What follows belongs to an exercise in optimizing a design on an open flow for small area and a short achievable clock period; a production flow would make more cautious choices.
Function was checked by simulation only, so behaviour that the tests miss may differ from the original.

## config.mk

```make
export PLATFORM = sky130hd
export DESIGN_NAME = cast_unit
export DESIGN_NICKNAME = cast_unit
export VERILOG_FILES = /design/flow/design.v
export SDC_FILE = /design/flow/constraint.sdc
export NUM_CORES = 4
export LEC_CHECK = 0
export CAP_MARGIN = 20
export CORE_MARGIN = 2
export CORE_UTILIZATION = 55
export SLEW_MARGIN = 20
```

## constraint.sdc

```tcl
create_clock -name core_clock -period 24.0 [get_ports {clk}]
set_input_delay 4.8000 -clock core_clock [delete_from_list [all_inputs] [get_ports {clk}]]
set_output_delay 4.8000 -clock core_clock [all_outputs]
set_load 0.01 [all_outputs]
```

## standard.sh

```bash
#!/bin/bash
# synth_recipe.tcl (not shown) runs the flow's synth.tcl, then flattens the netlist and writes it again
# the make line also repeats each setting of config.mk as NAME=value (left out here)
make -C /OpenROAD-flow-scripts/flow DESIGN_CONFIG=/design/flow/config.mk WORK_HOME=/design/flow/orfs CLKGATE_MAP_FILE= SYNTH_SCRIPT=/design/flow/synth_recipe.tcl "${@:-finish}"
```

## flow/abc.script

```
strash
dch -f
map -D 4000
topo
stime -c
buffer -c
upsize -c
dnsize -c
```

## flow/run.sh

```bash
#!/bin/bash
# Own flow: the standard layout (standard.sh) with a different logic
# mapping step in synthesis; floorplan, placement, CTS and routing are the
# standard flow's, at the design's clock period and constraints.
#  - synthesis is ORFS synth.tcl run through synth_recipe.tcl as usual, except
#    that abc maps with flow/abc.script (area mapping under a delay target)
#    instead of abc_speed.script, and full/half-adder cells are not extracted
#    (ADDER_MAP_FILE empty). Registers are inferred before abc, so they are the
#    standard synthesis's.
#  - ABC_CLOCK_PERIOD_IN_PS is the delay target handed to abc's sizing.
#  - SETUP_SLACK_MARGIN=18.3: timing repair aims for that much setup slack
#  - port buffers are sky130_fd_sc_hd__buf_2 (one per input and output port)
# make's output goes to make.log here; each ORFS step logs under orfs/logs.
set -euo pipefail
W=$PWD
sed 's|  log_cmd abc {\*}$abc_args|  set abc_args [lreplace $abc_args 1 1 '"$W"'/flow/abc.script]\n  log_cmd abc {*}$abc_args|' "$FLOW_HOME/scripts/synth.tcl" > "$W/flow_synth.tcl"
grep -q "flow/abc.script" "$W/flow_synth.tcl"
sed "s|\$::env(SCRIPTS_DIR)/synth.tcl|$W/flow_synth.tcl|" "$W/synth_recipe.tcl" > "$W/flow_synth_recipe.tcl"
grep -q flow_synth.tcl "$W/flow_synth_recipe.tcl"
sed "s|SYNTH_SCRIPT=[^ ]*|SYNTH_SCRIPT=$W/flow_synth_recipe.tcl|" "$W/standard.sh" > "$W/flow_standard.sh"
grep -q flow_synth_recipe.tcl "$W/flow_standard.sh"
bash "$W/flow_standard.sh" ADDER_MAP_FILE= ABC_CLOCK_PERIOD_IN_PS=4000 SETUP_SLACK_MARGIN=18.3 "BUFFER_PORTS_ARGS=-buffer_cell sky130_fd_sc_hd__buf_2" finish > "$W/make.log" 2>&1
```

## design.v

```verilog
module cast_unit_add32 (
    input  wire [31:0] a,
    input  wire [30:0] b,
    output wire [31:0] s
);
    wire [31:0]  bb = {b, 1'b0};
    wire [191:0] g, p;
    assign g[31:0] = a & bb;
    assign p[31:0] = a ^ bb;
    genvar l, i;
    generate
        for (l = 0; l < 5; l = l + 1) begin : lv
            for (i = 0; i < 32; i = i + 1) begin : bt
                if ((i >> l) & 1) begin : n
                    localparam integer J = ((i >> l) << l) - 1;
                    assign g[(l+1)*32+i] = g[l*32+i] | (p[l*32+i] & g[l*32+J]);
                    assign p[(l+1)*32+i] = p[l*32+i] & p[l*32+J];
                end else begin : w
                    assign g[(l+1)*32+i] = g[l*32+i];
                    assign p[(l+1)*32+i] = p[l*32+i];
                end
            end
        end
    endgenerate
    assign s = p[31:0] ^ {g[190:160], 1'b0};
endmodule
module cast_unit_cout32 (
    input  wire [31:0] a,
    input  wire [31:0] b,
    output wire        co
);
    wire [63:0] g, p;
    assign g[31:0] = a & b;
    assign p[31:0] = a ^ b;
    genvar i;
    generate
        for (i = 0; i < 16; i = i + 1) begin : l1
            assign g[32+i] = g[2*i+1] | (p[2*i+1] & g[2*i]);
            assign p[32+i] = p[2*i+1] & p[2*i];
        end
        for (i = 0; i < 8; i = i + 1) begin : l2
            assign g[48+i] = g[32+2*i+1] | (p[32+2*i+1] & g[32+2*i]);
            assign p[48+i] = p[32+2*i+1] & p[32+2*i];
        end
        for (i = 0; i < 4; i = i + 1) begin : l3
            assign g[56+i] = g[48+2*i+1] | (p[48+2*i+1] & g[48+2*i]);
            assign p[56+i] = p[48+2*i+1] & p[48+2*i];
        end
        for (i = 0; i < 2; i = i + 1) begin : l4
            assign g[60+i] = g[56+2*i+1] | (p[56+2*i+1] & g[56+2*i]);
            assign p[60+i] = p[56+2*i+1] & p[56+2*i];
        end
    endgenerate
    assign g[63:62] = 2'b00;
    assign p[63:62] = 2'b00;
    assign co = g[61] | (p[61] & g[60]);
endmodule
module cast_unit_round #(parameter [31:0] KN = 32'd0) (
    input  wire [31:0] cs,
    input  wire [30:0] cc,
    input  wire [31:0] y,
    output wire [31:0] ao,
    output wire [31:0] yo,
    output wire [31:0] cso,
    output wire [30:0] cco
);
    wire [31:0] xa;
    cast_unit_add32 add (.a(cs), .b(cc), .s(xa));
    assign yo  = {y[19:0], y[31:20]} ^ xa;
    assign ao  = {xa[11:0], xa[31:12]};
    assign cso = ao ^ KN;
    wire [31:0] ccw = (KN & (ao | yo)) | (~KN & ~ao & yo);
    assign cco = ccw[30:0];
endmodule
module cast_unit (
    input  wire        clk,
    input  wire        rst,
    input  wire        in_valid,
    input  wire [5:0]  in_src_fmt,
    input  wire [5:0]  in_dst_fmt,
    input  wire [1:0]  in_round,
    input  wire        in_ovf,
    input  wire [31:0] in_code,
    input  wire [63:0] in_seed,
    input  wire [15:0] in_tag,
    input  wire [47:0] in_idx,
    output reg         out_valid,
    output reg  [31:0] out_code,
    output reg         out_sat,
    output reg         out_nan,
    output reg         out_err
);
    localparam [31:0] K1 = 32'h9E37_79B9, K2 = 32'h3C6E_F372,
                      K3 = 32'hDAA6_6D2B, K4 = 32'h78DD_E6E4;
    reg        a_valid;
    reg [5:0]  a_src, a_dst;
    reg [1:0]  a_rnd;
    reg        a_ovf;
    reg [31:0] a_code;
    reg [31:0] a_x, a_y;
    always @(posedge clk) begin
        if (rst)
            a_valid <= 1'b0;
        else
            a_valid <= in_valid;
        a_src  <= in_src_fmt;
        a_dst  <= in_dst_fmt;
        a_rnd  <= in_round;
        a_ovf  <= in_ovf;
        a_code <= in_code;
        a_x    <= in_idx[31:0] ^ in_seed[31:0];
        a_y    <= {in_tag, in_idx[47:32]} ^ in_seed[63:32];
    end
    wire [31:0] cs1  = a_x ^ a_y ^ K1;
    wire [31:0] cc1w = (a_x & a_y) | (a_x & K1) | (a_y & K1);
    wire [31:0] a1, y1, cs2, a2, y2, cs3_u;
    wire [30:0] cc2, cc3_u;
    cast_unit_round #(.KN(K2)) rd1 (.cs(cs1), .cc(cc1w[30:0]), .y(a_y), .ao(a1), .yo(y1), .cso(cs2), .cco(cc2));
    cast_unit_round #(.KN(K3)) rd2 (.cs(cs2), .cc(cc2), .y(y1), .ao(a2), .yo(y2), .cso(cs3_u), .cco(cc3_u));
    wire [5:0]  sf = a_src;
    wire [31:0] c  = a_code;
    wire sF32 = (sf == 6'h01), sB16 = (sf == 6'h02), sF16 = (sf == 6'h03);
    wire sE43 = (sf == 6'h04), sE52 = (sf == 6'h05), sE32 = (sf == 6'h06);
    wire sE23 = (sf == 6'h07), sE21 = (sf == 6'h08);
    wire sI32 = (sf == 6'h10), sI16 = (sf == 6'h11), sI8  = (sf == 6'h12);
    wire sU8  = (sf == 6'h13), sI4  = (sf == 6'h14), sU4  = (sf == 6'h15);
    wire sI3  = (sf == 6'h16), sI2  = (sf == 6'h17), sTN  = (sf == 6'h18);
    wire sMK  = (sf == 6'h19);
    wire s_fl = sF32 | sB16 | sF16 | sE43 | sE52 | sE32 | sE23 | sE21;
    wire s_in = sI32 | sI16 | sI8 | sU8 | sI4 | sU4 | sI3 | sI2 | sTN | sMK;
    wire        f_sg = (sF32 & c[31]) | ((sB16 | sF16) & c[15]) | ((sE43 | sE52) & c[7]) |
                       ((sE32 | sE23) & c[5]) | (sE21 & c[3]);
    wire [7:0]  f_ef = ({8{sF32}} & c[30:23]) | ({8{sB16}} & c[14:7]) |
                       ({8{sF16}} & {3'd0, c[14:10]}) | ({8{sE43}} & {4'd0, c[6:3]}) |
                       ({8{sE52}} & {3'd0, c[6:2]}) | ({8{sE32}} & {5'd0, c[4:2]}) |
                       ({8{sE23}} & {6'd0, c[4:3]}) | ({8{sE21}} & {6'd0, c[2:1]});
    wire [22:0] f_mf = ({23{sF32}} & c[22:0]) | ({23{sB16}} & {c[6:0], 16'd0}) |
                       ({23{sF16}} & {c[9:0], 13'd0}) | ({23{sE43 | sE23}} & {c[2:0], 20'd0}) |
                       ({23{sE52 | sE32}} & {c[1:0], 21'd0}) | ({23{sE21}} & {c[0], 22'd0});
    wire        f_efmax = (sF32 & (&c[30:23])) | (sB16 & (&c[14:7])) | (sF16 & (&c[14:10])) |
                          (sE43 & (&c[6:3])) | (sE52 & (&c[6:2]));
    wire        f_hasinf = sF32 | sB16 | sF16 | sE52;
    wire        f_efz  = (f_ef == 8'd0);
    wire        f_mz   = (f_mf == 23'd0);
    wire        fl_inf = f_hasinf & f_efmax & f_mz;
    wire        fl_nan = (f_hasinf & f_efmax & ~f_mz) | (sE43 & f_efmax & (&c[2:0]));
    wire [7:0]  e_f32 = {c[30:24], c[23] | ~(|c[30:23])} - 8'd127;
    wire [7:0]  e_b16 = {c[14:8],  c[7]  | ~(|c[14:7])}  - 8'd127;
    wire [7:0]  e_f16 = {3'd0, c[14:11], c[10] | ~(|c[14:10])} - 8'd15;
    wire [7:0]  e_e43 = {4'd0, c[6:4], c[3] | ~(|c[6:3])} - 8'd7;
    wire [7:0]  e_e52 = {3'd0, c[6:3], c[2] | ~(|c[6:2])} - 8'd15;
    wire [7:0]  e_e32 = {5'd0, c[4:3], c[2] | ~(|c[4:2])} - 8'd3;
    wire [7:0]  e_e23 = {6'd0, c[4], c[3] | ~(|c[4:3])} - 8'd1;
    wire [7:0]  e_e21 = {6'd0, c[2], c[1] | ~(|c[2:1])} - 8'd1;
    wire [7:0]  f_e   = ({8{sF32}} & e_f32) | ({8{sB16}} & e_b16) | ({8{sF16}} & e_f16) |
                        ({8{sE43}} & e_e43) | ({8{sE52}} & e_e52) | ({8{sE32}} & e_e32) |
                        ({8{sE23}} & e_e23) | ({8{sE21}} & e_e21);
    wire        tern_n = (c[1:0] == 2'd0), tern_p = (c[1:0] == 2'd2);
    wire        i_neg  = (sI32 & c[31]) | (sI16 & c[15]) | (sI8 & c[7]) | (sI4 & c[3]) |
                         (sI3 & c[2]) | (sI2 & c[1]) | (sTN & tern_n);
    wire [31:0] por;
    cast_unit_por por_i (.v(c), .o(por));
    wire [31:0] m_i32 = c ^ ({32{c[31]}} & por);
    wire [15:0] m_i16 = c[15:0] ^ ({16{c[15]}} & por[15:0]);
    wire [7:0]  m_i8  = c[7:0] ^ ({8{c[7]}} & por[7:0]);
    wire [3:0]  m_i4  = c[3:0] ^ ({4{c[3]}} & por[3:0]);
    wire [2:0]  m_i3  = c[2:0] ^ ({3{c[2]}} & por[2:0]);
    wire [1:0]  m_i2  = c[1:0] ^ ({2{c[1]}} & por[1:0]);
    wire [31:0] i_mag = ({32{sI32}} & m_i32) | ({32{sI16}} & {16'd0, m_i16}) |
                        ({32{sI8}} & {24'd0, m_i8}) | ({32{sU8}} & {24'd0, c[7:0]}) |
                        ({32{sI4}} & {28'd0, m_i4}) | ({32{sU4}} & {28'd0, c[3:0]}) |
                        ({32{sI3}} & {29'd0, m_i3}) | ({32{sI2}} & {30'd0, m_i2}) |
                        ({32{sTN}} & {31'd0, tern_n | tern_p}) | ({32{sMK}} & {31'd0, c[0]});
    wire [7:0]  e31s = s_fl ? f_e : 8'd31;
    wire [31:0] f_in = s_fl ? {~f_efz, f_mf, 8'd0} : i_mag;
    wire [4:0] lz;
    cast_unit_lzc lzc (.v(f_in), .n(lz));
    wire signed [9:0] e31 = {{2{e31s[7]}}, e31s};
    wire dF32 = (a_dst == 6'h01), dB16 = (a_dst == 6'h02), dF16 = (a_dst == 6'h03);
    wire dE43 = (a_dst == 6'h04), dE52 = (a_dst == 6'h05), dE32 = (a_dst == 6'h06);
    wire dE23 = (a_dst == 6'h07), dE21 = (a_dst == 6'h08);
    wire d_fl = dF32 | dB16 | dF16 | dE43 | dE52 | dE32 | dE23 | dE21;
    wire [5:0] d_cm   = ({6{dF32}} & 6'd31) | ({6{dB16}} & 6'd47) | ({6{dF16}} & 6'd44) |
                        ({6{dE43 | dE23}} & 6'd51) | ({6{dE52 | dE32}} & 6'd52) | ({6{dE21}} & 6'd53);
    wire [6:0] d_bm   = ({7{dF32 | dB16}} & 7'd126) | ({7{dF16 | dE52}} & 7'd14) |
                        ({7{dE43}} & 7'd6) | ({7{dE32}} & 7'd2);
    wire signed [9:0] eb   = e31 + $signed({3'd0, d_bm});
    wire              sub  = d_fl & ($signed({5'd0, lz}) > eb);
    wire signed [9:0] t_i  = $signed(10'd54) - e31;
    wire signed [9:0] t_f  = $signed({4'd0, d_cm}) - (sub ? eb : $signed({5'd0, lz}));
    wire signed [9:0] t0   = d_fl ? t_f : t_i;
    wire [6:0]        t    = t0[9] ? 7'd0 : (t0 > 10'sd70) ? 7'd127 : t0[6:0];
    wire signed [9:0] lg   = e31 - $signed({5'd0, lz});
    wire              big  = ~d_fl & (lg > $signed(10'd31));
    wire signed [9:0] ebx  = eb - $signed({5'd0, lz}) + $signed(10'd1);    
    wire d_ok = (a_dst[5:3] == 3'b010) | (a_dst == 6'h18) | (a_dst == 6'h19) |
                ((a_dst[5:4] == 2'b00) & (a_dst[3:0] != 4'd0) & (a_dst[3:0] <= 4'd8));
    reg        p_valid;
    reg [31:0] p_fin;
    reg [6:0]  p_t;          
    reg        p_sub, p_big;
    reg [7:0]  p_ebx;
    reg        p_sgn, p_nan, p_inf, p_zero, p_err;
    reg [5:0]  p_dst;
    reg [1:0]  p_rnd;
    reg        p_ovf;
    reg [31:0] p_a, p_y;
    always @(posedge clk) begin
        if (rst)
            p_valid <= 1'b0;
        else
            p_valid <= a_valid;
        p_fin  <= f_in;
        p_t    <= t;
        p_sub  <= sub;
        p_big  <= big;
        p_ebx  <= ebx[7:0];
        p_sgn  <= s_fl ? f_sg : i_neg;
        p_nan  <= s_fl & fl_nan;
        p_inf  <= s_fl & fl_inf;
        p_zero <= ~(|f_in);
        p_err  <= ~(s_fl | s_in) | ~d_ok | (a_rnd == 2'd3);
        p_dst  <= a_dst;
        p_rnd  <= a_rnd;
        p_ovf  <= a_ovf;
        p_a    <= a2;
        p_y    <= y2;
    end
    wire [31:0] cs3  = p_a ^ K3;
    wire [31:0] cc3w = (K3 & (p_a | p_y)) | (~K3 & ~p_a & p_y);
    wire [31:0] a3, y3, cs4, a4, y4, cs5_u;
    wire [30:0] cc4, cc5_u;
    cast_unit_round #(.KN(K4)) rd3 (.cs(cs3), .cc(cc3w[30:0]), .y(p_y), .ao(a3), .yo(y3), .cso(cs4), .cco(cc4));
    cast_unit_round #(.KN(32'd0)) rd4 (.cs(cs4), .cc(cc4), .y(y3), .ao(a4), .yo(y4), .cso(cs5_u), .cco(cc5_u));
    wire [31:0] ev = ~a4 & y4;
    wire [31:0] e2 = {ev[30:0], 1'b0};
    wire        c16;
    cast_unit_cout32 co_l (.a({a4[15:0], 16'd0}), .b({e2[15:0], 16'd0}), .co(c16));
    wire [31:0]       f_v = p_fin;
    wire [4:0] p_tz;
    cast_unit_lzc tzc (.v({f_v[0], f_v[1], f_v[2], f_v[3], f_v[4], f_v[5], f_v[6], f_v[7],
                           f_v[8], f_v[9], f_v[10], f_v[11], f_v[12], f_v[13], f_v[14], f_v[15],
                           f_v[16], f_v[17], f_v[18], f_v[19], f_v[20], f_v[21], f_v[22], f_v[23],
                           f_v[24], f_v[25], f_v[26], f_v[27], f_v[28], f_v[29], f_v[30], f_v[31]}),
                       .n(p_tz));
    wire [47:0]       u;
    cast_unit_shr shr (.v(f_v), .t(p_t), .u(u));
    wire              lost = ({2'b0, p_tz} + 7'd39 < p_t);
    reg        q_valid;
    reg [31:0] q_stp;
    reg [15:0] q_f16, q_ah, q_eh;
    reg        q_c16;
    reg        q_lost, q_rne, q_sr, q_rtz;
    reg        q_sgn, q_err, q_nan, q_inf, q_zero, q_big, q_sub, q_ovf;
    reg [5:0]  q_dst;
    reg [7:0]  q_ebx;
    always @(posedge clk) begin
        if (rst)
            q_valid <= 1'b0;
        else
            q_valid <= p_valid;
        q_stp  <= u[47:16];
        q_f16  <= u[15:0];
        q_ah   <= a4[31:16];
        q_eh   <= e2[31:16];
        q_c16  <= c16;
        q_lost <= lost;
        q_rne  <= (p_rnd == 2'd0);
        q_sr   <= (p_rnd == 2'd2);
        q_rtz  <= (p_rnd == 2'd1);
        q_sgn  <= p_sgn;
        q_err  <= p_err;
        q_nan  <= p_nan;
        q_inf  <= p_inf;
        q_zero <= p_zero;
        q_big  <= p_big;
        q_sub  <= p_sub;
        q_ovf  <= p_ovf;
        q_dst  <= p_dst;
        q_ebx  <= p_ebx;
    end
    wire [15:0] ts = q_ah ^ q_eh ^ q_f16;
    wire [15:0] tc = (q_ah & q_eh) | (q_ah & q_f16) | (q_eh & q_f16);
    wire        c_s, c_t;
    cast_unit_cout32 co_s (.a({q_ah, 1'b1, 15'd0}), .b({q_eh, q_c16, 15'd0}), .co(c_s));
    cast_unit_cout32 co_t (.a({ts, 1'b1, 15'd0}), .b({tc[14:0], 1'b0, q_c16, 15'd0}), .co(c_t));
    wire        sr_up = c_s ? (tc[15] & c_t) : (tc[15] ^ c_t);
    wire        rne_up = q_f16[15] & ((|q_f16[14:0]) | q_lost | q_stp[0]);
    wire        up     = (q_rne & rne_up) | (q_sr & sr_up);
    wire eF32 = (q_dst == 6'h01), eB16 = (q_dst == 6'h02), eF16 = (q_dst == 6'h03);
    wire eE43 = (q_dst == 6'h04), eE52 = (q_dst == 6'h05), eE32 = (q_dst == 6'h06);
    wire eE23 = (q_dst == 6'h07), eE21 = (q_dst == 6'h08);
    wire eI32 = (q_dst == 6'h10), eI16 = (q_dst == 6'h11), eI8  = (q_dst == 6'h12);
    wire eU8  = (q_dst == 6'h13), eI4  = (q_dst == 6'h14), eU4  = (q_dst == 6'h15);
    wire eI3  = (q_dst == 6'h16), eI2  = (q_dst == 6'h17), eTN  = (q_dst == 6'h18);
    wire eMK  = (q_dst == 6'h19);
    wire e_fl = eF32 | eB16 | eF16 | eE43 | eE52 | eE32 | eE23 | eE21;
    wire [7:0]  ex  = q_sub ? 8'd0 : q_ebx;
    wire [31:0] m   = q_stp;
    wire [31:0] fmag0 = ({32{eF32}} & {1'b0, ex, m[22:0]}) | ({32{eB16}} & {16'd0, 1'b0, ex, m[6:0]}) |
                        ({32{eF16}} & {13'd0, 1'b0, ex, m[9:0]}) | ({32{eE43 | eE23}} & {20'd0, 1'b0, ex, m[2:0]}) |
                        ({32{eE52 | eE32}} & {21'd0, 1'b0, ex, m[1:0]}) | ({32{eE21}} & {22'd0, 1'b0, ex, m[0]});
    wire [31:0] mag0 = e_fl ? fmag0 : m;
    wire [31:0] lim = ({32{eF32}} & 32'h7F7F_FFFF) | ({32{eB16}} & 32'h7F7F) | ({32{eF16}} & 32'h7BFF) |
                      ({32{eE43}} & 32'h7E) | ({32{eE52}} & 32'h7B) | ({32{eE32 | eE23}} & 32'h1F) |
                      ({32{eE21}} & 32'h7) |
                      ({32{eI32}} & {q_sgn, {31{~q_sgn}}}) | ({32{eI16}} & {16'd0, q_sgn, {15{~q_sgn}}}) |
                      ({32{eI8}} & {24'd0, q_sgn, {7{~q_sgn}}}) | ({32{eU8}} & {24'd0, {8{~q_sgn}}}) |
                      ({32{eI4}} & {28'd0, q_sgn, {3{~q_sgn}}}) | ({32{eU4}} & {28'd0, {4{~q_sgn}}}) |
                      ({32{eI3}} & {29'd0, q_sgn, {2{~q_sgn}}}) | ({32{eI2}} & {30'd0, q_sgn, ~q_sgn}) |
                      ({32{eTN}} & 32'd1);
    wire        gt   = q_big | (mag0 > lim);
    wire        eq   = ~q_big & (mag0 == lim);
    wire        neg  = q_sgn & ~e_fl;
    wire [31:0] ma   = mag0 ^ {32{neg}};
    wire [31:0] pand;                            
    assign pand[0] = 1'b1;
    genvar gi;
    generate
        for (gi = 1; gi < 32; gi = gi + 1) begin : pa
            assign pand[gi] = pand[gi-1] & ma[gi-1];
        end
    endgenerate
    wire [31:0] sbit = {q_sgn & eF32, 15'd0, q_sgn & (eB16 | eF16), 7'd0, q_sgn & (eE43 | eE52), 1'b0,
                        q_sgn & (eE32 | eE23), 1'b0, q_sgn & eE21, 3'd0};
    wire [31:0] wmask = ({32{eI32}} & 32'hFFFF_FFFF) | ({32{eI16}} & 32'hFFFF) | ({32{eI8 | eU8}} & 32'hFF) |
                        ({32{eI4 | eU4}} & 32'hF) | ({32{eI3}} & 32'h7) | ({32{eI2}} & 32'h3);
    wire        inf_ok = q_ovf & ~q_rtz;
    reg [31:0]  ovf_code;
    always @* begin
        ovf_code = sbit | lim;
        if (inf_ok & eF32) ovf_code = sbit | 32'h7F80_0000;
        if (inf_ok & eB16) ovf_code = sbit | 32'h7F80;
        if (inf_ok & eF16) ovf_code = sbit | 32'h7C00;
        if (inf_ok & eE52) ovf_code = sbit | 32'h7C;
        if (inf_ok & eE43) ovf_code = sbit | 32'h7F;
        if (~e_fl) ovf_code = lim;
        if (eTN) ovf_code = q_sgn ? 32'd0 : 32'd2;
    end
    wire [31:0] rc;
    wire        rs;
    cast_unit_pick pk (.err(q_err), .mask(eMK), .nan(q_nan), .inf(q_inf), .zero(q_zero), .fl(e_fl), .tern(eTN),
                       .sgn(q_sgn), .over(gt | (eq & up)), .res(ma ^ ({32{up ^ neg}} & pand)), .r1(mag0[0] | up),
                       .sbit(sbit), .wmask(wmask), .ovf_code(ovf_code), .code(rc), .sat(rs));
    wire [31:0] nan_code = ({32{eF32}} & 32'h7FC0_0000) | ({32{eB16}} & 32'h7FC0) | ({32{eF16}} & 32'h7E00) |
                           ({32{eE43}} & 32'h7F) | ({32{eE52}} & 32'h7E) | ({32{eTN}} & 32'd1);
    always @(posedge clk) begin
        if (rst)
            out_valid <= 1'b0;
        else
            out_valid <= q_valid;
        out_code <= (~q_err & ~eMK & q_nan) ? nan_code : rc;
        out_sat  <= rs;
        out_nan  <= q_nan & ~q_err;
        out_err  <= q_err;
    end
endmodule
module cast_unit_pick (
    input  wire        err, mask, nan, inf, zero, fl, tern, sgn, over,
    input  wire [31:0] res,
    input  wire        r1,
    input  wire [31:0] sbit, wmask, ovf_code,
    output reg  [31:0] code,
    output reg         sat
);
    always @* begin
        code = 32'd0;
        sat  = 1'b0;
        if (err) begin
            code = 32'd0;
        end else if (mask) begin
            code = {31'd0, ~zero};
        end else if (nan) begin
            code = 32'd0;
        end else if (inf) begin
            code = ovf_code;
            sat  = 1'b1;
        end else if (zero) begin
            code = fl ? sbit : {31'd0, tern};
        end else if (over) begin
            code = ovf_code;
            sat  = 1'b1;
        end else if (fl) begin
            code = sbit | res;
        end else if (tern) begin
            code = r1 ? (sgn ? 32'd0 : 32'd2) : 32'd1;
        end else begin
            code = res & wmask;
        end
    end
endmodule
module cast_unit_por (
    input  wire [31:0] v,
    output wire [31:0] o
);
    wire [191:0] q;
    assign q[31:0] = v;
    genvar l, i;
    generate
        for (l = 0; l < 5; l = l + 1) begin : lv
            for (i = 0; i < 32; i = i + 1) begin : bt
                if ((i >> l) & 1) begin : n
                    localparam integer J = ((i >> l) << l) - 1;
                    assign q[(l+1)*32+i] = q[l*32+i] | q[l*32+J];
                end else begin : w
                    assign q[(l+1)*32+i] = q[l*32+i];
                end
            end
        end
    endgenerate
    assign o = {q[190:160], 1'b0};
endmodule
module cast_unit_shr (
    input  wire [31:0] v,
    input  wire [6:0]  t,
    output wire [47:0] u
);
    wire [31:0]  w0 = v;
    wire [32:0]  w1;
    wire [34:0]  w2;
    wire [38:0]  w3;
    wire [46:0]  w4;
    wire [62:0]  w5;
    wire [94:0]  w6;
    wire [158:0] w7;
    genvar k;
    generate
        for (k = 0; k < 33; k = k + 1) begin : s0
            wire hi = (k     <= 31) ? w0[(k     <= 31) ? k     : 0] : 1'b0;    
            wire lo = (k - 1 >= 0)  ? w0[(k - 1 >= 0)  ? k - 1 : 0] : 1'b0;    
            assign w1[k] = t[0] ? hi : lo;
        end
        for (k = 0; k < 35; k = k + 1) begin : s1
            wire hi = (k     <= 32) ? w1[(k     <= 32) ? k     : 0] : 1'b0;
            wire lo = (k - 2 >= 0)  ? w1[(k - 2 >= 0)  ? k - 2 : 0] : 1'b0;
            assign w2[k] = t[1] ? hi : lo;
        end
        for (k = 0; k < 39; k = k + 1) begin : s2
            wire hi = (k     <= 34) ? w2[(k     <= 34) ? k     : 0] : 1'b0;
            wire lo = (k - 4 >= 0)  ? w2[(k - 4 >= 0)  ? k - 4 : 0] : 1'b0;
            assign w3[k] = t[2] ? hi : lo;
        end
        for (k = 0; k < 47; k = k + 1) begin : s3
            wire hi = (k     <= 38) ? w3[(k     <= 38) ? k     : 0] : 1'b0;
            wire lo = (k - 8 >= 0)  ? w3[(k - 8 >= 0)  ? k - 8 : 0] : 1'b0;
            assign w4[k] = t[3] ? hi : lo;
        end
        for (k = 0; k < 63; k = k + 1) begin : s4
            wire hi = (k     <= 46) ? w4[(k     <= 46) ? k     : 0] : 1'b0;
            wire lo = (k - 16 >= 0) ? w4[(k - 16 >= 0) ? k - 16 : 0] : 1'b0;
            assign w5[k] = t[4] ? hi : lo;
        end
        for (k = 0; k < 95; k = k + 1) begin : s5
            wire hi = (k     <= 62) ? w5[(k     <= 62) ? k     : 0] : 1'b0;
            wire lo = (k - 32 >= 0) ? w5[(k - 32 >= 0) ? k - 32 : 0] : 1'b0;
            assign w6[k] = t[5] ? hi : lo;
        end
        for (k = 0; k < 159; k = k + 1) begin : s6
            wire hi = (k     <= 94) ? w6[(k     <= 94) ? k     : 0] : 1'b0;
            wire lo = (k - 64 >= 0) ? w6[(k - 64 >= 0) ? k - 64 : 0] : 1'b0;
            assign w7[k] = t[6] ? hi : lo;
        end
    endgenerate
    assign u = w7[135:88];
endmodule
module cast_unit_lzc (
    input  wire [31:0] v,
    output wire [4:0]  n
);
    wire [15:0] a1;
    wire [15:0] n1;
    genvar i;
    generate
        for (i = 0; i < 16; i = i + 1) begin : l1
            assign a1[i] = v[2*i+1] | v[2*i];
            assign n1[i] = ~v[2*i+1];
        end
    endgenerate
    wire [7:0] a2; wire [15:0] n2;
    generate
        for (i = 0; i < 8; i = i + 1) begin : l2
            assign a2[i] = a1[2*i+1] | a1[2*i];
            assign n2[2*i+1:2*i] = a1[2*i+1] ? {1'b0, n1[2*i+1]} : {1'b1, n1[2*i]};
        end
    endgenerate
    wire [3:0] a3; wire [11:0] n3;
    generate
        for (i = 0; i < 4; i = i + 1) begin : l3
            assign a3[i] = a2[2*i+1] | a2[2*i];
            assign n3[3*i+2:3*i] = a2[2*i+1] ? {1'b0, n2[4*i+3:4*i+2]} : {1'b1, n2[4*i+1:4*i]};
        end
    endgenerate
    wire [1:0] a4; wire [7:0] n4;
    generate
        for (i = 0; i < 2; i = i + 1) begin : l4
            assign a4[i] = a3[2*i+1] | a3[2*i];
            assign n4[4*i+3:4*i] = a3[2*i+1] ? {1'b0, n3[6*i+5:6*i+3]} : {1'b1, n3[6*i+2:6*i]};
        end
    endgenerate
    assign n = a4[1] ? {1'b0, n4[7:4]} : {1'b1, n4[3:0]};
endmodule
```

==> results.yml, run 1 <==
layout:
  area_growth_syn_to_layout_pct: 19.4
  final_cell_mix: "nor2_1 (732), nand2_1 (667), inv_1 (612)"
  nNetsFinal: 4752
  num-fill-cells: 4504
  final_common_cell: "nor2_1"
  diodes: 0
  layout-drive-gt1-share: 0.165
  register_area_sq_um: 7750
  multi_input_area_sq_um: 17900
clocking:
  cts_root_buf: "clkbuf_16"
  cts_tree: "built"
  insertion_delay_ns: 0.58
  clk_pin_slew_worst_paths_ns: 0.06
  hold_buffers: 0
  cts.sinks: 384
  htreeDepth: 2
  cts_made_buffers: 41
  cts_buffer_depth: 3
synthesis:
  syn_inst: 4290
  ys.flop_type: "dfxtp_1"
  netlist_area_sq_um: 27100
  synth_area_leaders: "dfxtp_1 (28%), nor2_1 (11%), nand2_1 (9.8%)"
  synth-async-reset-ratio: 0
  yosysSeqAreaShare: 0.284
  synth_warnings: 2
  syn-num-nets: 4468
  synth_top_cell_by_area: "dfxtp_1"
  synth_cell_types: 82
  avgSynthCellArea_sq_um: 6.32
  synth_top_cell_area_share: 0.284
  yosys_register_bits: 384
  synth_edf_count: 0
setup_path:
  crit_fanout: 1
  worstPathCellList: "buf_6"
  end_kind: "output pin"
  criticalPathCategory: "flip-flop to output pin"
  crit_required_ns: 19.20
  worstPathArrival_ns: 0.99
  crit_buf_inv: 1
  max_stage_delay_ns: 0.32
  slowest_stage: "dfxtp_2"
  critPathTopFamily: "flip-flops"
  worstSetupStartpointType: "flip-flop"
routing:
  final_antenna_net_count: 0
  remaining_drc_errors: 0
  viasPerCell: 5.44
  avgRoutedWirePerCell_um: 16.2
  dr_total_vias: 28600
  drtPass1Iterations: 6
  drtIter0Drc: 2771
  wl_mm: 85.2
die:
  start_util: 0.556
  core_sq_um: 48700
  chipWidth_um: 226
  die_h_um: 226
  io_pins: 214
  die-area_sq_um: 51100
  rows: 81
global_route:
  met2_usage: 0.505
  overflow: 0
  busiest_layer: "met2"
  grt_pass1_vias: 24900
  met3_usage: 0.0496
  met1_usage: 0.441
  grt_use_total: 0.317
  grt_antenna_before_repair: 1
  grt_pass1_wl_mm: 129
  grt_max_degree: 65
sta:
  finalHoldWorstSlack_ns: 0.311
  fin_ws_ns: 18.21
  period_minus_slack_ns: 5.79
  skew_ns: 0.0194
  tightest_slew_ns: 0.957
  grt_setup_unrepaired: "yes"
  finalMaxSlewViolations: 0
  min_period_over_period: 0.241
  max-slew-margin-rel: 0.361
  setup_viol: 0
  final_hold_viol_count: 0
  fin_tns_setup_ns: 0
  fmax_ghz: 0.173
worst_hold_path:
  hold_class: "flip-flop to flip-flop"
place:
  gp_congestion: 1.02
  post-place-ws_ns: 17.31
  dpl.hpwl_mm: 67.1
  numPortBuffers: 213
status:
  status: "finished clean"
job:
  cap_violations: 0
## worst paths after layout
path	start	end	slack (ns)	depth (start not counted)
setup / recovery	out_code[3]$_DFF_P_	out_code[3]	18.21	1
hold / removal	p_sgn$_DFF_P_	q_sgn$_DFF_P_	0.31	0
setup reg to reg	a_code[0]$_DFF_P_	p_t[3]$_SDFF_PN0_	18.26	37
hold reg to reg	p_sgn$_DFF_P_	q_sgn$_DFF_P_	0.31	0
## state kept, by name (all words and copies together) (netlist names), 32 cells and up
register and flops:
a_code 32, p_a 32, a_x 32, p_fin 32, out_code 32, a_y 32, p_y 32, q_stp 32
## kinds of logic after synthesis
| kind of cell | synth area share |
|---|---|
| AO/OA/AOI/OAI | 0.197 |
| XOR/XNOR | 0.114 |
| adder cells (fa/ha/maj) | 0.000739 |
| buffers and inverters | 0.103 |
| flip-flops | 0.284 |
| multiplexers | 0.000369 |
| AND/OR/NAND/NOR | 0.302 |
## metal layers
metal	share of wire	vias to the layer above
li1	-	14500
met1	0.45	12700
met2	0.44	1223
met3	0.081	204
met4	0.031	2
met5	0.00014	-
## through the flow
| step | instance area [sq um] | util | cells |
|---|---|---|---|
| 2_1_floorplan | 27100 | - | 4290 |
| 3_3_place_gp | 28800 | 0.590 | 5101 |
| 3_5_place_dp | 28800 | 0.590 | 5101 |
| 4_1_cts | 30500 | 0.625 | 5177 |
| 5_1_grt | 32300 | 0.664 | 5266 |
| 6_report | 32300 | 0.664 | 5266 |
## timing repair
action | CTS | global route
hold endpoints to repair | 0 | 0
pin swaps | 2 | 111
endpoints found under the setup margin | 102 | 135
gates cloned | 1 | 2
setup buffers | 4 | 87
resized for setup | 55 | 342
## layout make-up
class / count / share of cell area
Multi-Input combinational cell: 3173 / 0.554
Sequential cell: 384 / 0.240
Inverter: 655 / 0.0775
Timing Repair Buffer: 318 / 0.0592
Clock buffer: 45 / 0.0328
Tap cell: 664 / 0.0257
Clock inverter: 26 / 0.0110
Timing Repair inverter: 1 / 0.000155
## cells in the mapped netlist, drive strengths merged (21+ instances only)
cell    instances
a21oi         249
a31oi          52
and2           21
clkbuf         66
dfxtp         384
inv           645
nand2         717
nand3         157
nand4          33
nor2          807
nor3          123
nor4           25
o21a           35
o21ai         333
o22ai          56
or2            31
xnor2          76
xor2          250
==> inputs of run 2 (changes only) <==
--- a/config.mk
+++ b/config.mk
@@ -7,5 +7,7 @@
 export LEC_CHECK = 0
 export CAP_MARGIN = 20
 export CORE_MARGIN = 2
-export CORE_UTILIZATION = 55
+export CORE_UTILIZATION = 65
+export CTS_CLUSTER_DIAMETER = 150
+export CTS_CLUSTER_SIZE = 20
 export SLEW_MARGIN = 20
==> run 2 against run 1 <==
Still clean on timing, DRC and antenna. Register-to-register slack worse by 0.12 ns. Cell count down 3.4%. Global-route usage up 4.0 points. Synthesized area unchanged.
==> results.yml, run 2 <==
routing:
  viasPerCell: 5.75
  remaining_drc_errors: 0
  wl_mm: 84.4
  drtIter0Drc: 3323
  final_antenna_net_count: 0
  dr_total_vias: 29200
  avgRoutedWirePerCell_um: 16.6
  drtPass1Iterations: 6
global_route:
  grt_max_degree: 65
  grt_use_total: 0.357
  grt_antenna_before_repair: 1
  overflow: 0
  grt_pass1_wl_mm: 127
  grt_pass1_vias: 25100
synthesis:
  synth_top_cell_by_area: "dfxtp_1"
  avgSynthCellArea_sq_um: 6.32
  yosysSeqAreaShare: 0.284
  synth.most_common_cell: "nor2_1"
  synth_area_leaders: "dfxtp_1 (28%), nor2_1 (11%), nand2_1 (9.8%)"
  yosys_register_bits: 384
  synth-async-reset-ratio: 0
  netlist_area_sq_um: 27100
  synth_top_cell_area_share: 0.284
  synth_cell_types: 82
  syn-num-nets: 4468
  synth_edf_count: 0
  ys.flop_type: "dfxtp_1"
  synthTopCellsByCount: "nor2_1 (793), nand2_1 (709), inv_1 (626)"
  syn_inst: 4290
  synth_warnings: 2
layout:
  final_cell_mix: "nor2_1 (732), nand2_1 (677), inv_1 (616)"
  area_growth_syn_to_layout_pct: 15.6
  layout-drive-gt1-share: 0.154
  nNetsFinal: 4734
  final_common_cell: "nor2_1"
  diodes: 0
  num-fill-cells: 3321
setup_path:
  slowest_stage: "dfxtp_4"
  worstSetupStartpointType: "flip-flop"
  worstPathArrival_ns: 6.34
  crit_fanout: 7
  crit_top_cell: "nand2_2"
  max_stage_delay_ns: 0.37
  criticalPathCategory: "flip-flop to flip-flop"
  end_kind: "flip-flop"
  crit_required_ns: 24.49
clocking:
  cts_buffer_depth: 3
  cts_made_buffers: 23
  insertion_delay_ns: 0.58
  cts.sinks: 384
  clk_pin_slew_worst_paths_ns: 0.08
  htreeDepth: 1
  cts_root_buf: "clkbuf_16"
  cts_tree: "built"
die:
  io_pins: 214
  chipWidth_um: 208
  die_h_um: 208
  core_sq_um: 41000
  start_util: 0.661
  rows: 74
  die-area_sq_um: 43300
sta:
  fmax_ghz: 0.171
  period_minus_slack_ns: 5.86
  skew_ns: 0.0364
  grt_setup_unrepaired: "yes"
  finalMaxSlewViolations: 0
  max-slew-margin-rel: 0.331
  min_period_over_period: 0.244
  setup_viol: 0
  fin_tns_setup_ns: 0
  tightest_slew_ns: 0.995
  final_hold_viol_count: 0
worst_hold_path:
  hold_class: "flip-flop to flip-flop"
place:
  gp_congestion: 1.06
  numPortBuffers: 213
  dpl.hpwl_mm: 64.7
job:
  cap_violations: 0
status:
  status: "finished clean"
## run 2: cell counts after synthesis
Identical to the previous run, type by type.
## run 2: critical path: cells and delay by family (launching register included)
family / cells / cell delay (ns)
buf+inv: 5 / 0.59
compound gates: 12 / 2.49
simple gates: 18 / 2.31
flops: 1 / 0.37
## run 2: cells by family (layout without fill, tap and decap cells)
family          after synthesis  after routing  synth area share
simple gates               1938           1938             0.302
buf+inv                     735           1000             0.103
xor+xnor                    336            336             0.114
mux                           1              1          0.000369
compound gates              894            895             0.197
flops                       384            384             0.284
fa+ha+maj                     2              2          0.000739
## run 2: timing repair
| action | 4_1_cts | 5_1_grt |
|---|---|---|
| gates cloned | 0 | 2 |
| endpoints found under the setup margin | 98 | 139 |
| buffers inserted | 3 | 92 |
| pin swaps | 2 | 90 |
| gates resized for setup | 54 | 317 |
| hold buffers | 0 | 0 |
## run 2: metrics by stage
step	util	setup WS, ns	hold slack (ns)	instance area [sq um]	cells
5_1_grt	0.764	17.79	0.336	31300	5088
3_3_place_gp	0.697	17.46	0.310	28600	4966
6_report	0.764	18.14	0.329	31300	5088
3_5_place_dp	0.697	17.50	0.312	28600	4966
4_1_cts	0.717	18.18	0.325	29400	4994
2_1_floorplan	-	18.87	0.310	27100	4290
## run 2: worst paths after layout
kind / from / endpoint / slack, ns / cells past startpoint
worst max-delay path: a_code[11]$_DFF_P_ / p_t[4]$_SDFF_PN0_ / 18.14 / 35
worst min-delay path: p_dst[1]$_DFF_P_ / q_dst[1]$_DFF_P_ / 0.33 / 0
worst max register to register: a_code[11]$_DFF_P_ / p_t[4]$_SDFF_PN0_ / 18.14 / 35
worst min register to register: p_dst[1]$_DFF_P_ / q_dst[1]$_DFF_P_ / 0.33 / 0
## run 2: cell type report
class	instances	area [sq um]	area share
Multi-Input combinational cell	3172	17900	0.570
Tap cell	532	666	0.0212
Sequential cell	384	7750	0.247
Timing Repair Buffer	319	1960	0.0625
Clock inverter	2	25.0	0.000798
Inverter	655	2500	0.0797
Clock buffer	23	576	0.0184
Timing Repair inverter	1	7.51	0.000240
## run 2: layer usage
layer	routed length, um	global-route usage	vias to the layer above
li1	-	-	14400
met1	34700	0.486	12900
met2	37900	0.587	1598
met3	8360	0.0491	307
met4	3440	0.110	2
met5	13	0	-
==> inputs of run 3 (changes only) <==
--- a/flow/run.sh
+++ b/flow/run.sh
@@ -19,4 +19,4 @@
 grep -q flow_synth.tcl "$W/flow_synth_recipe.tcl"
 sed "s|SYNTH_SCRIPT=[^ ]*|SYNTH_SCRIPT=$W/flow_synth_recipe.tcl|" "$W/standard.sh" > "$W/flow_standard.sh"
 grep -q flow_synth_recipe.tcl "$W/flow_standard.sh"
-bash "$W/flow_standard.sh" ADDER_MAP_FILE= ABC_CLOCK_PERIOD_IN_PS=4000 SETUP_SLACK_MARGIN=18.3 "BUFFER_PORTS_ARGS=-buffer_cell sky130_fd_sc_hd__buf_2" finish > "$W/make.log" 2>&1
+bash "$W/flow_standard.sh" ADDER_MAP_FILE= ABC_CLOCK_PERIOD_IN_PS=3500 SETUP_SLACK_MARGIN=18.3 "BUFFER_PORTS_ARGS=-buffer_cell sky130_fd_sc_hd__buf_2" finish > "$W/make.log" 2>&1
==> flow/abc.script (replaced) <==
strash
dch -f
map -D 3500
topo
stime -c
buffer -c
upsize -c
dnsize -c
==> run 3 against run 2 <==
Still clean on timing, DRC and antenna. Synthesized cell count rose by 6.5%. Worst hold slack lost 0.013 ns. Global-route usage is 2.0 points higher. Cell count grew 5.2%. Register-to-register slack improved by 0.49 ns. Count of clock-buffer cells in the layout unchanged.
==> results.yml, run 3 <==
setup_path:
  critPathTopFamily: "flip-flops"
  worstPathArrival_ns: 1.08
  worstSetupStartpointType: "flip-flop"
  slowest_stage: "dfxtp_1"
  max_stage_delay_ns: 0.38
  end_kind: "output pin"
  r2r_setup_slack_ns: 18.63
  rr_worst_depth: 31
  crit_buf_inv: 1
  rr_startpoint: "p_a[0]$_DFF_P_"
  criticalPathCategory: "flip-flop to output pin"
  reg2reg_to: "q_c16$_DFF_P_"
  worstPathCellList: "buf_2"
  crit_required_ns: 19.20
  crit_fanout: 1
  cp_num_cells: 1
sta:
  finalMaxSlewViolations: 0
  max-slew-margin-rel: 0.300
  tightest_slew_ns: 1.04
  fin_ws_ns: 18.12
  finalHoldWorstSlack_ns: 0.316
  fin_tns_setup_ns: 0
  grt_setup_unrepaired: "yes"
  period_minus_slack_ns: 5.88
  fmax_ghz: 0.170
  final_hold_viol_count: 0
  min_period_over_period: 0.245
  skew_ns: 0.0407
  setup_viol: 0
place:
  dpl.hpwl_mm: 71.1
  numPortBuffers: 213
  gp_congestion: 1.03
  post-place-ws_ns: 18.30
routing:
  avgRoutedWirePerCell_um: 16.7
  viasPerCell: 5.83
  remaining_drc_errors: 0
  dr_total_vias: 31200
  drtPass1Iterations: 7
  drtIter0Drc: 3750
  final_antenna_net_count: 0
  wl_mm: 89.3
die:
  die_h_um: 213
  start_util: 0.660
  chipWidth_um: 213
  die-area_sq_um: 45400
  io_pins: 214
  core_sq_um: 43100
  rows: 76
clocking:
  clk_pin_slew_worst_paths_ns: 0.09
  cts.sinks: 384
  hold_buffers: 0
  cts_root_buf: "clkbuf_16"
  insertion_delay_ns: 0.58
  cts_made_buffers: 23
  cts_tree: "built"
  htreeDepth: 1
  cts_buffer_depth: 3
synthesis:
  yosys_register_bits: 384
  synthTopCellsByCount: "nand2_1 (851), nor2_1 (746), inv_1 (665)"
  synth_cell_types: 88
  synth_area_leaders: "dfxtp_1 (27%), nand2_1 (11%), nor2_1 (9.9%)"
  synth_warnings: 2
  synth_edf_count: 0
  netlist_area_sq_um: 28400
  synth_top_cell_by_area: "dfxtp_1"
  avgSynthCellArea_sq_um: 6.22
  ys.flop_type: "dfxtp_1"
  synth-async-reset-ratio: 0
  synth.most_common_cell: "nand2_1"
  syn_inst: 4567
  yosysSeqAreaShare: 0.271
  synth_top_cell_area_share: 0.271
  syn-num-nets: 4745
layout:
  final_cell_mix: "nand2_1 (844), nor2_1 (716), inv_1 (657)"
  area_growth_syn_to_layout_pct: 11.1
  layout-drive-gt1-share: 0.112
  nNetsFinal: 4944
  register_area_sq_um: 7740
  final_common_cell: "nand2_1"
  num-fill-cells: 3740
  multi_input_area_sq_um: 18300
  diodes: 0
worst_hold_path:
  min_to: "q_dst[3]$_DFF_P_"
  holdPathStages: 0
  hold_class: "flip-flop to flip-flop"
  holdCritStartpoint: "p_dst[3]$_DFF_P_"
global_route:
  grt_use_total: 0.377
  grt_pass1_vias: 27100
  grt_pass1_wl_mm: 138
  grt_antenna_before_repair: 1
  overflow: 0
  grt_max_degree: 65
status:
  status: "finished clean"
job:
  cap_violations: 0
run 3: cell type report:
cell class / count / share of cell area
Sequential cell: 384 / 0.245
Clock buffer: 23 / 0.0182
Multi-Input combinational cell: 3413 / 0.581
Timing Repair Buffer: 257 / 0.0488
Timing Repair inverter: 1 / 0.000159
Clock inverter: 2 / 0.000793
Tap cell: 585 / 0.0232
Inverter: 686 / 0.0825
run 3: worst max-delay path by stage:
| stage | from | to | slack (ns) |
|---|---|---|---|
| finish | out_code[12]$_DFF_P_ | out_code[12] | 18.12 |
| global route | out_code[12]$_DFF_P_ | out_code[12] | 18.05 |
| CTS | out_valid$_SDFF_PP0_ | out_valid | 18.16 |
| detailed placement | a_src[5]$_DFF_P_ | p_t[4]$_SDFF_PN0_ | 18.30 |
| global placement | q_dst[0]$_DFF_P_ | out_code[7]$_DFF_P_ | 18.31 |
| floorplan | out_code[0]$_DFF_P_ | out_code[0] | 18.87 |
run 3: timing repair:
item	4_1_cts	5_1_grt
cloned	0	1
gates resized for setup	13	177
pin swaps	0	19
buffers inserted	0	33
setup endpoints to repair	43	126
run 3: stage by stage:
step / cell area (sq um) / std cells / utilization
5_1_grt: 31600 / 5351 / 0.733
6_report: 31600 / 5351 / 0.733
3_5_place_dp: 30000 / 5292 / 0.696
4_1_cts: 30600 / 5317 / 0.711
3_3_place_gp: 30000 / 5292 / 0.696
2_1_floorplan: 28400 / 4567 / -
run 3: logic make-up after synthesis:
logic type | share of synthesized area
AND/OR/NAND/NOR | 0.327
AO/OA/AOI/OAI | 0.205
buffers and inverters | 0.102
flip-flops | 0.271
XOR/XNOR | 0.0931
adder cells (fa/ha/maj) | 0.00106
multiplexers | 0.000352
run 3: layer usage:
metal / up-vias / routed length (um) / GRT usage
met5: - / 13 / 0
met3: 322 / 8800 / 0.0497
met2: 1690 / 39800 / 0.617
met4: 2 / 3730 / 0.132
met1: 13800 / 36900 / 0.510
li1: 15300 / - / -
==> inputs of run 4 (changes only) <==
--- a/config.mk
+++ b/config.mk
@@ -7,7 +7,5 @@
 export LEC_CHECK = 0
 export CAP_MARGIN = 20
 export CORE_MARGIN = 2
-export CORE_UTILIZATION = 65
-export CTS_CLUSTER_DIAMETER = 150
-export CTS_CLUSTER_SIZE = 20
+export CORE_UTILIZATION = 55
 export SLEW_MARGIN = 20
==> run 4 against run 3 <==
Still clean. Core utilization is 9.9 points lower. Sequential share of layout area shrank 0.73 points. Cell count rose by 2.9%. Via count fell by 2.0%. Synthesized area unchanged. Register-to-register slack barely moved. Critical path depth unchanged. Wire length increased by 0.89%.
==> results.yml, run 4 <==
setup_path:
  r2r_setup_slack_ns: 18.62
  slowest_stage: "dfxtp_1"
  worstPathCellList: "buf_2"
  crit_required_ns: 19.20
  criticalPathCategory: "flip-flop to output pin"
  critPathTopFamily: "flip-flops"
  max_stage_delay_ns: 0.30
  crit_fanout: 1
  crit_buf_inv: 1
  worstPathArrival_ns: 0.99
  end_kind: "output pin"
  worstSetupStartpointType: "flip-flop"
sta:
  skew_ns: 0.0221
  final_hold_viol_count: 0
  fmax_ghz: 0.173
  finalMaxSlewViolations: 0
  tightest_slew_ns: 1.03
  setup_viol: 0
  grt_setup_unrepaired: "yes"
  period_minus_slack_ns: 5.79
  max-slew-margin-rel: 0.311
  fin_tns_setup_ns: 0
  min_period_over_period: 0.241
synthesis:
  syn-num-nets: 4745
  synth_top_cell_area_share: 0.271
  synth_top_cell_by_area: "dfxtp_1"
  avgSynthCellArea_sq_um: 6.22
  synth-async-reset-ratio: 0
  yosys_register_bits: 384
  synthTopCellsByCount: "nand2_1 (851), nor2_1 (746), inv_1 (665)"
  synth_edf_count: 0
  synth_area_leaders: "dfxtp_1 (27%), nand2_1 (11%), nor2_1 (9.9%)"
  synth.most_common_cell: "nand2_1"
  synth_cell_types: 88
  synth_warnings: 2
  netlist_area_sq_um: 28400
  syn_inst: 4567
  yosysSeqAreaShare: 0.271
  ys.flop_type: "dfxtp_1"
layout:
  num-fill-cells: 4953
  final_cell_mix: "nand2_1 (842), nor2_1 (719), inv_1 (655)"
  layout-drive-gt1-share: 0.119
  nNetsFinal: 4978
  diodes: 0
  multi_input_area_sq_um: 18400
  final_common_cell: "nand2_1"
  area_growth_syn_to_layout_pct: 14.2
  register_area_sq_um: 7720
die:
  io_pins: 214
  rows: 83
  core_sq_um: 51200
  start_util: 0.555
  die_h_um: 231
  chipWidth_um: 231
  die-area_sq_um: 53500
clocking:
  htreeDepth: 2
  clk_pin_slew_worst_paths_ns: 0.07
  cts.sinks: 384
  insertion_delay_ns: 0.57
  hold_buffers: 0
  cts_made_buffers: 42
  cts_tree: "built"
  cts_buffer_depth: 3
  cts_root_buf: "clkbuf_16"
job:
  cap_violations: 0
routing:
  dr_total_vias: 30600
  final_antenna_net_count: 0
  avgRoutedWirePerCell_um: 16.4
  drtPass1Iterations: 7
  remaining_drc_errors: 0
  viasPerCell: 5.55
  wl_mm: 90.1
  drtIter0Drc: 3254
global_route:
  grt_pass1_wl_mm: 139
  grt_antenna_before_repair: 1
  grt_use_total: 0.322
  grt_pass1_vias: 26800
  grt_max_degree: 65
  overflow: 0
status:
  status: "finished clean"
place:
  dpl.hpwl_mm: 72.8
  numPortBuffers: 213
  gp_congestion: 1.03
worst_hold_path:
  hold_class: "flip-flop to flip-flop"
run 4: cell counts after synthesis:
Identical to the previous run, type by type.
run 4: worst register-to-register path, delay by kind of cell, from the launching register on:
family                 cells  cell delay [ns]
AOI/OAI and AO/OA         10             2.16
buffers and inverters      1             0.12
DFF                        1             0.38
and+or+nand+nor           18             2.58
run 4: area by class of cell:
| class | count | area share |
|---|---|---|
| multi-input combinational | 3414 | 0.566 |
| sequential | 384 | 0.238 |
| clock buffer | 55 | 0.0371 |
| timing repair inverter | 2 | 0.000308 |
| tap | 680 | 0.0262 |
| timing repair buffer | 270 | 0.0477 |
| inverter | 686 | 0.0807 |
| clock inverter | 15 | 0.00463 |
run 4: metrics by stage:
step                      setup WS (ns)  std cells  cell area, sq um  utilization  hold WS, ns
after floorplan                   18.87       4567             28400            -        0.310
after global placement            18.19       5390             30100        0.588        0.310
after detailed placement          18.19       5390             30100        0.588        0.312
after CTS                         18.18       5460             31500        0.615        0.326
after global routing              18.16       5506             32500        0.634        0.329
final                             18.21       5506             32500        0.634        0.325
run 4: final timing paths:
path,start,end,cells after the start
hold / removal,p_dst[4]$_DFF_P_,q_dst[4]$_DFF_P_,0
hold reg to reg,p_dst[4]$_DFF_P_,q_dst[4]$_DFF_P_,0
setup / recovery,out_code[6]$_DFF_P_,out_code[6],1
setup reg to reg,a_code[13]$_DFF_P_,p_t[1]$_SDFF_PN0_,29
run 4: cells by family (layout without fill, tap and decap cells):
kind of cell    count (synthesis)  after routing  share of synthesized area
compound gates                965            966                      0.205
simple gates                 2161           2161                      0.327
fa+ha+maj                       3              3                    0.00106
xor+xnor                      283            283                     0.0931
buf+inv                       770           1028                      0.102
flops                         384            384                      0.271
mux                             1              1                   0.000352
run 4: what timing repair did:
item                       4_1_cts  5_1_grt
setup endpoints to repair       58      127
gates resized for setup          6      160
buffers inserted                 0       43
pin swaps                        0       22
cloned                           0        3
run 4: layer usage:
layer,global-route usage,vias to the layer above,part of all wire
li1,-,15500,-
met1,0.457,13600,0.46
met2,0.512,1279,0.44
met3,0.0376,182,0.073
met4,0.0929,2,0.028
met5,0,-,0.00014
==> inputs of run 5 (changes only) <==
--- a/config.mk
+++ b/config.mk
@@ -8,4 +8,6 @@
 export CAP_MARGIN = 20
 export CORE_MARGIN = 2
 export CORE_UTILIZATION = 55
+export CTS_CLUSTER_DIAMETER = 150
+export CTS_CLUSTER_SIZE = 25
 export SLEW_MARGIN = 20
==> run 5 against run 4 <==
Still clean. Clock skew rose by 0.0050 ns. Synthesized area did not move. Sequential cell count did not move. Cell count fell by 0.96%. First-iteration DRC count fell by 7.3%. Wire length fell by 1.0%. Register-to-register slack barely moved. Critical path type unchanged. Highest routed layer is now met4.
==> results.yml, run 5 <==
sta:
  fmax_ghz: 0.172
  finalHoldWorstSlack_ns: 0.330
  skew_ns: 0.0271
  max-slew-margin-rel: 0.299
  period_minus_slack_ns: 5.80
  final_hold_viol_count: 0
  fin_tns_setup_ns: 0
  finalMaxSlewViolations: 0
  tightest_slew_ns: 1.04
  setup_viol: 0
  min_period_over_period: 0.242
  grt_setup_unrepaired: "yes"
setup_path:
  worstPathArrival_ns: 1.00
  worstSetupStartpointType: "flip-flop"
  worstPathCellList: "buf_2"
  max_stage_delay_ns: 0.31
  slowest_stage: "dfxtp_1"
  crit_fanout: 1
  crit_path_start: "out_valid$_SDFF_PP0_"
  end_kind: "output pin"
  crit_buf_inv: 1
  crit_required_ns: 19.20
  rr_startpoint: "a_code[5]$_DFF_P_"
  critPathTopFamily: "flip-flops"
  r2r_setup_slack_ns: 18.62
  criticalPathCategory: "flip-flop to output pin"
clocking:
  htreeDepth: 1
  cts.sinks: 384
  cts_made_buffers: 19
  cts_buffer_depth: 3
  clk_pin_slew_worst_paths_ns: 0.11
  cts_root_buf: "clkbuf_16"
  hold_buffers: 0
  insertion_delay_ns: 0.57
  cts_tree: "built"
routing:
  avgRoutedWirePerCell_um: 16.3
  drtPass1Iterations: 6
  remaining_drc_errors: 0
  wl_mm: 89.2
  dr_total_vias: 30200
  viasPerCell: 5.54
  drtIter0Drc: 3018
  final_antenna_net_count: 0
synthesis:
  synth_edf_count: 0
  synth_warnings: 2
  yosysSeqAreaShare: 0.271
  synth_cell_types: 88
  synth.most_common_cell: "nand2_1"
  synth_area_leaders: "dfxtp_1 (27%), nand2_1 (11%), nor2_1 (9.9%)"
  synthTopCellsByCount: "nand2_1 (851), nor2_1 (746), inv_1 (665)"
  synth-async-reset-ratio: 0
  netlist_area_sq_um: 28400
  avgSynthCellArea_sq_um: 6.22
  yosys_register_bits: 384
  synth_top_cell_by_area: "dfxtp_1"
  syn-num-nets: 4745
  syn_inst: 4567
  synth_top_cell_area_share: 0.271
  ys.flop_type: "dfxtp_1"
layout:
  final_cell_mix: "nand2_1 (842), nor2_1 (718), inv_1 (655)"
  layout-drive-gt1-share: 0.111
  final_common_cell: "nand2_1"
  fin_area_sq_um: 31600
  nNetsFinal: 4951
  multi_input_area_sq_um: 18400
  register_area_sq_um: 7710
  num-fill-cells: 5075
  area_growth_syn_to_layout_pct: 11.1
  diodes: 0
global_route:
  grt_antenna_before_repair: 0
  overflow: 0
  grt_pass1_vias: 26300
  grt_max_degree: 65
  grt_use_total: 0.317
  grt_pass1_wl_mm: 137
place:
  gp_congestion: 1.03
  dpl.hpwl_mm: 72.8
  placed_area_sq_um: 30100
  numPortBuffers: 213
worst_hold_path:
  hold_class: "flip-flop to flip-flop"
  holdCritStartpoint: "p_ebx[0]$_DFF_P_"
job:
  cap_violations: 0
status:
  status: "finished clean"
die:
  core_sq_um: 51200
  rows: 83
  die_h_um: 231
  chipWidth_um: 231
  io_pins: 214
  start_util: 0.555
  die-area_sq_um: 53500
## run 5: cell counts after synthesis
Identical to the previous run, type by type.
## run 5: layer usage
metal  vias up  GRT usage  share of wire
met5         -          0              0
met4         0     0.0907          0.030
met3       166     0.0383          0.076
met2      1217      0.499           0.43
met1     13500      0.455           0.46
li1      15400          -              -
## run 5: what timing repair did
action                     CTS  global route
cloned                       0             3
gates resized for setup      5           158
buffers inserted             0            39
pin swaps                    0            15
setup endpoints to repair   61           128
## run 5: cell type report
class / instances / share of cell area
Multi-Input combinational cell: 3414 / 0.582
Sequential cell: 384 / 0.244
Inverter: 686 / 0.0831
Timing Repair Buffer: 266 / 0.0477
Tap cell: 680 / 0.0270
Clock buffer: 19 / 0.0151
Clock inverter: 2 / 0.000634
Timing Repair inverter: 2 / 0.000317
## run 5: logic make-up (layout without fill, tap and decap cells)
family          count (synthesis)  after routing  share of synthesized area
simple gates                 2161           2161                      0.327
mux                             1              1                   0.000352
fa+ha+maj                       3              3                    0.00106
xor+xnor                      283            283                     0.0931
compound gates                965            966                      0.205
flops                         384            384                      0.271
buf+inv                       770            975                      0.102
## run 5: final timing paths
path	end	cells after the start
worst min-delay path	q_ebx[0]$_DFF_P_	0
worst max-delay path	out_valid	1
worst min register to register	q_ebx[0]$_DFF_P_	0
worst max register to register	p_t[4]$_SDFF_PN0_	29
## run 5: through the flow
stage	utilization	setup WS [ns]	std cells
5_1_grt	0.616	18.16	5453
4_1_cts	0.598	18.17	5411
3_3_place_gp	0.588	18.19	5390
2_1_floorplan	-	18.87	4567
3_5_place_dp	0.588	18.19	5390
6_report	0.616	18.20	5453
==> inputs of run 6 (changes only) <==
--- a/config.mk
+++ b/config.mk
@@ -9,5 +9,5 @@
 export CORE_MARGIN = 2
 export CORE_UTILIZATION = 55
 export CTS_CLUSTER_DIAMETER = 150
-export CTS_CLUSTER_SIZE = 25
+export CTS_CLUSTER_SIZE = 30
 export SLEW_MARGIN = 20
==> run 6 against run 5 <==
Still clean. Global-route usage about the same. Cell count about the same. Fmax about the same. Wire length down 0.24%. Non-clock buffer count shrank 1. Core utilization shrank 0.12 points. Sequential share of layout area is 0.057 points higher. Count of clock-buffer cells in the layout is 1 lower. Critical path type unchanged.
==> results.yml, run 6 <==
sta:
  finalMaxSlewViolations: 0
  final_hold_viol_count: 0
  max-slew-margin-rel: 0.327
  fin_ws_ns: 18.20
  fin_tns_setup_ns: 0
  skew_ns: 0.0276
  setup_viol: 0
  tightest_slew_ns: 1.00
  min_period_over_period: 0.242
  finalHoldWorstSlack_ns: 0.325
synthesis:
  yosys_register_bits: 384
  synth.most_common_cell: "nand2_1"
  synth_edf_count: 0
  synth_top_cell_area_share: 0.271
  avgSynthCellArea_sq_um: 6.22
  synth-async-reset-ratio: 0
  syn-num-nets: 4745
  synth_area_leaders: "dfxtp_1 (27%), nand2_1 (11%), nor2_1 (9.9%)"
  synth_warnings: 2
  netlist_area_sq_um: 28400
setup_path:
  worstSetupStartpointType: "flip-flop"
  worstPathArrival_ns: 1.00
  criticalPathCategory: "flip-flop to output pin"
  end_kind: "output pin"
  slowest_stage: "dfxtp_1"
  rr_worst_depth: 30
  rr_startpoint: "a_code[5]$_DFF_P_"
  cp_num_cells: 1
  crit_buf_inv: 1
  crit_required_ns: 19.20
  crit_fanout: 1
  endpoint: "out_valid"
layout:
  final_cell_mix: "nand2_1 (844), nor2_1 (719), inv_1 (655)"
  diodes: 0
  fin_util: 0.615
  fin_area_sq_um: 31500
  area_growth_syn_to_layout_pct: 10.8
  nNetsFinal: 4947
  layout-drive-gt1-share: 0.109
  final_common_cell: "nand2_1"
routing:
  dr_total_vias: 30300
  wl_mm: 88.9
  final_antenna_net_count: 0
  drtPass1Iterations: 6
  drtIter0Drc: 3124
clocking:
  hold_buffers: 0
  htreeDepth: 1
  cts_tree: "built"
  cts_made_buffers: 16
  cts_root_buf: "clkbuf_16"
  cts.sinks: 384
die:
  core_sq_um: 51200
  die-area_sq_um: 53500
  io_pins: 214
  die_h_um: 231
  rows: 83
  chipWidth_um: 231
global_route:
  grt_antenna_before_repair: 0
  grt_use_total: 0.317
  grt_max_degree: 65
  overflow: 0
worst_hold_path:
  hold_class: "flip-flop to flip-flop"
  holdCritStartpoint: "p_dst[5]$_DFF_P_"
place:
  numPortBuffers: 213
job:
  cap_violations: 0
status:
  status: "finished clean"
[run 6: cell counts after synthesis]
Identical to the previous run, type by type.
[run 6: worst min path at each step]
stage          cells after the start               end  slack, ns
2_1_floorplan                      0     p_ovf$_DFF_P_       0.31
3_3_place_gp                       0     p_ovf$_DFF_P_       0.31
3_5_place_dp                       0     q_big$_DFF_P_       0.31
4_1_cts                            0  q_dst[5]$_DFF_P_       0.32
5_1_grt                            0  q_dst[3]$_DFF_P_       0.34
6_report                           0  q_dst[5]$_DFF_P_       0.33
[run 6: per-stage QoR]
stage | instances
6_report | 5450
5_1_grt | 5450
4_1_cts | 5409
3_5_place_dp | 5390
3_3_place_gp | 5390
2_1_floorplan | 4567
[run 6: routing by layer]
metal  track usage  vias to the layer above  part of all wire
met1         0.455                    13500              0.46
li1              -                    15400                 -
met3        0.0359                      160             0.078
met2         0.500                     1300              0.43
met5             0                        -                 0
met4        0.0897                        0             0.029
[run 6: layout make-up]
type	instances	area (sq um)
Fill cell	5077	19700
Multi-Input combinational cell	3414	18300
Sequential cell	384	7720
Inverter	686	2620
Timing Repair Buffer	265	1490
Tap cell	680	851
Clock buffer	18	439
Clock inverter	1	30.0
Timing Repair inverter	2	10.0
[run 6: logic make-up (layout without fill, tap and decap cells)]
family,count (synthesis),in the layout,synth area share
AOI/OAI and AO/OA,965,966,0.205
xor gates and xnor gates,283,283,0.0931
adders and majority gates,3,3,0.00106
buffers and inverters,770,972,0.102
DFF,384,384,0.271
muxes,1,1,0.000352
and+or+nand+nor,2161,2161,0.327
[run 6: timing repair]
| item | CTS | global route |
|---|---|---|
| setup endpoints to repair | 60 | 128 |
| pin swaps | 0 | 12 |
| gates resized for setup | 4 | 153 |
| cloned | 0 | 3 |
| buffers inserted | 0 | 38 |

[separate check: timing with driven ports]
The flow's constraints put no driver on any port. The routed layouts listed below were extracted and timed again, unchanged, in two steps.
Step 1: set_driving_cell puts a clkbuf_16 on clk and a buf_2 on each other input, an assumption about the parent block.
Step 2, shift: input delay + t, output delay - t, t = (earliest + latest rising clock arrival at the registers) / 2. This alone moves slack from input paths to output paths.
a / b / c = no drivers / after step 1 / after step 2; a / b = the first two.
run	t, ns	setup slack, ns	hold WS [ns]	slew at the worst register clock pin (ns)
run 1	0.630	18.206 / 18.143 / 18.257	0.311 / 0.311 / 0.311	0.07 / 0.07
run 2	0.621	18.142 / 18.142 / 18.142	0.329 / 0.329 / 0.329	0.10 / 0.10
run 3	0.620	18.117 / 18.056 / 18.629	0.316 / 0.316 / 0.316	0.10 / 0.10
run 4	0.619	18.208 / 18.147 / 18.625	0.325 / 0.325 / 0.325	0.07 / 0.07
run 5	0.611	18.196 / 18.136 / 18.617	0.330 / 0.330 / 0.330	0.11 / 0.11
run 6	0.609	18.200 / 18.136 / 18.675	0.325 / 0.325 / 0.325	0.12 / 0.12
After both steps every run listed still meets setup and hold.
